This design comes from an exercise in tuning for small area on the open sky130 flow, not from production work.
Only simulation tests tie the RTL to the original design; equivalence was not proved.

## build 26
## lane_rank_cic
module lane_rank_cic (
    input  wire               clk,
    input  wire               rst,
    input  wire [3:0]         cfg_rank_taps,    
    input  wire [2:0]         cfg_cic_order,    
    input  wire               cfg_cic_m,        
    input  wire [16:0]        cfg_cic_ratio,    
    input  wire [17:0]        cfg_cic_gain,     
    input  wire [5:0]         cfg_cic_shift,    
    input  wire               in_valid,
    input  wire signed [15:0] in_data,
    output wire               out_valid,
    output wire signed [15:0] out_data,
    output wire               out_sat
);
For scale: roughly 4200 cells after synthesis, roughly 1200 flip-flops, roughly 86 I/O pins, about 61000 um^2 of cells after synthesis.
export LEC_CHECK = 0
export CAP_MARGIN = 20
export CORE_MARGIN = 2
export CORE_UTILIZATION = 60
export CTS_CLUSTER_DIAMETER = 100
export CTS_CLUSTER_SIZE = 32
export SLEW_MARGIN = 20
export SYNTH_HIERARCHICAL = 1
export SYNTH_MINIMUM_KEEP_SIZE = 0
create_clock -name core_clock -period 16.0 [get_ports {clk}]
run.sh (not shown) runs the stock make flow with config.mk's settings and CLKGATE_MAP_FILE= SYNTH_SCRIPT=/design/flow/synth_recipe.tcl, a recipe that flattens the netlist after the stock synthesis.
Having completed the whole flow, build 26 delivered a layout that passed the timing, design-rule and antenna checks.
Input-level comparison between build 24 and build 26:
# build 26
export LEC_CHECK = 0
export CAP_MARGIN = 20
export CORE_MARGIN = 2
export CORE_UTILIZATION = 60
export CTS_CLUSTER_DIAMETER = 100
export CTS_CLUSTER_SIZE = 32
export SLEW_MARGIN = 20
export SYNTH_HIERARCHICAL = 1
export SYNTH_MINIMUM_KEEP_SIZE = 0
create_clock -name core_clock -period 16.0 [get_ports {clk}]
# build 24
export LEC_CHECK = 0
export CAP_MARGIN = 20
export CORE_MARGIN = 2
export CORE_UTILIZATION = 40
export CTS_CLUSTER_DIAMETER = 100
export CTS_CLUSTER_SIZE = 27
export SLEW_MARGIN = 20
export SYNTH_HIERARCHICAL = 1
export SYNTH_MINIMUM_KEEP_SIZE = 0
create_clock -name core_clock -period 16.0 [get_ports {clk}]
==> comparison <==
Build 26 ended up with register to register as its critical path class; build 24 ended up with primary input to register.
Build 26 vs build 24, most heavily used metal layer in global routing: met1 vs met2
Compared to build 26, the router laid down more metal wire for build 24.
A worst setup path startpoint of cfg_cic_ratio[13] is what build 24 shows, while kr[2] belongs to build 26.
From build 26 to build 24 the numbers moved as follows: cell area after layout climbed 1.6%, core footprint rose by about 50%, worst path buffer plus inverter count moved up.
~same area of combinational cells with multiple inputs in build 24 and build 26
From build 26 to build 24 the numbers moved as follows: number of non-clock buffers in the layout grew by about 1.5%.
What build 10 does differently from build 24 at the input level:
# build 24
export LEC_CHECK = 0
export CAP_MARGIN = 20
export CORE_MARGIN = 2
export CORE_UTILIZATION = 40
export CTS_CLUSTER_DIAMETER = 100
export CTS_CLUSTER_SIZE = 27
export SLEW_MARGIN = 20
export SYNTH_HIERARCHICAL = 1
export SYNTH_MINIMUM_KEEP_SIZE = 0
create_clock -name core_clock -period 16.0 [get_ports {clk}]
# build 10
export LEC_CHECK = 0
export CAP_MARGIN = 20
export CORE_MARGIN = 2
export CORE_UTILIZATION = 60
export CTS_CLUSTER_DIAMETER = 100
export CTS_CLUSTER_SIZE = 27
export SLEW_MARGIN = 20
export SYNTH_HIERARCHICAL = 1
export SYNTH_MINIMUM_KEEP_SIZE = 0
create_clock -name core_clock -period 16.0 [get_ports {clk}]
==> comparison <==
- Build 10 reached the final stage; the timing, design-rule and antenna checks on its layout passed.
- In build 10, the non-clock buffer count came out 3 below the value in build 24.
- Build 24 was larger in final cell area than build 10.
- Re synthesized cell count: no difference whatsoever between build 10 and build 24.
- Number of vias per cell (build 24 / build 10): 0.891
- Between build 10 and build 24, it is build 10 whose least setup slack across all paths after layout is higher, by 0.42 ns.
- Comparing build 24 and build 10, die height is lower on build 10.
- Cmp build 10 vs build 24: relative slew slack higher in build 10
Input-level comparison between build 62 and build 10:
# build 10
export LEC_CHECK = 0
export CAP_MARGIN = 20
export CORE_MARGIN = 2
export CORE_UTILIZATION = 60
export CTS_CLUSTER_DIAMETER = 100
export CTS_CLUSTER_SIZE = 27
export SLEW_MARGIN = 20
export SYNTH_HIERARCHICAL = 1
export SYNTH_MINIMUM_KEEP_SIZE = 0
create_clock -name core_clock -period 16.0 [get_ports {clk}]
# build 62
export LEC_CHECK = 0
export CAP_MARGIN = 20
export CORE_MARGIN = 2
export CORE_UTILIZATION = 60
export CTS_CLUSTER_DIAMETER = 100
export CTS_CLUSTER_SIZE = 28
export SLEW_MARGIN = 20
export SYNTH_HIERARCHICAL = 1
export SYNTH_MINIMUM_KEEP_SIZE = 0
create_clock -name core_clock -period 16.0 [get_ports {clk}]
--- outcome ---
- Looking at build 62 and build 10, the filler-free cell count of the finished design is a wash.
- Compared build 62 against build 10; latest clock arrival within the worst-skew pair within noise.
- Build 10 → build 62: wire length level, amount of wire on met3 after detailed routing did not really move, via count ~0 delta.

static timing again, ports no longer ideal:
No port has a modelled driver above. Below, the same layouts with a new extraction and two added sets of constraints. Step 1: set_driving_cell puts a clkbuf_16 on clk and a buf_2 on each other input, an assumption about the parent block. Step 2 times the ports against the registers' clock, not the clock port: input delays grow and output delays shrink by t, the midpoint of the rising clock arrivals with the driver on. Slacks: ideal / step 1 / step 2; pairs: ideal / step 1.
| run | shift t [ns] | setup slack, ns | hold WS [ns] | worst data-port slew with drivers (ns) | cell pins on the clock port's net |
|---|---|---|---|---|---|
| build 26 | 0.751 | 1.937 / 1.937 / 1.292 | 0.362 / 0.362 / 0.362 | 0.18 | 1 |
| build 24 | 0.758 | 1.455 / 1.500 / 0.741 | 0.358 / 0.358 / 0.358 | 0.11 | 1 |
| build 10 | 0.764 | 1.872 / 1.872 / 1.300 | 0.359 / 0.359 / 0.359 | 0.18 | 1 |
| build 62 | 0.764 | 1.895 / 1.895 / 1.277 | 0.342 / 0.342 / 0.342 | 0.19 | 1 |
After both steps setup and hold are still met in every run listed. For build 24, which loses most, drivers alone change the setup slack by +0.045 ns; drivers and shift together by -0.714 ns.
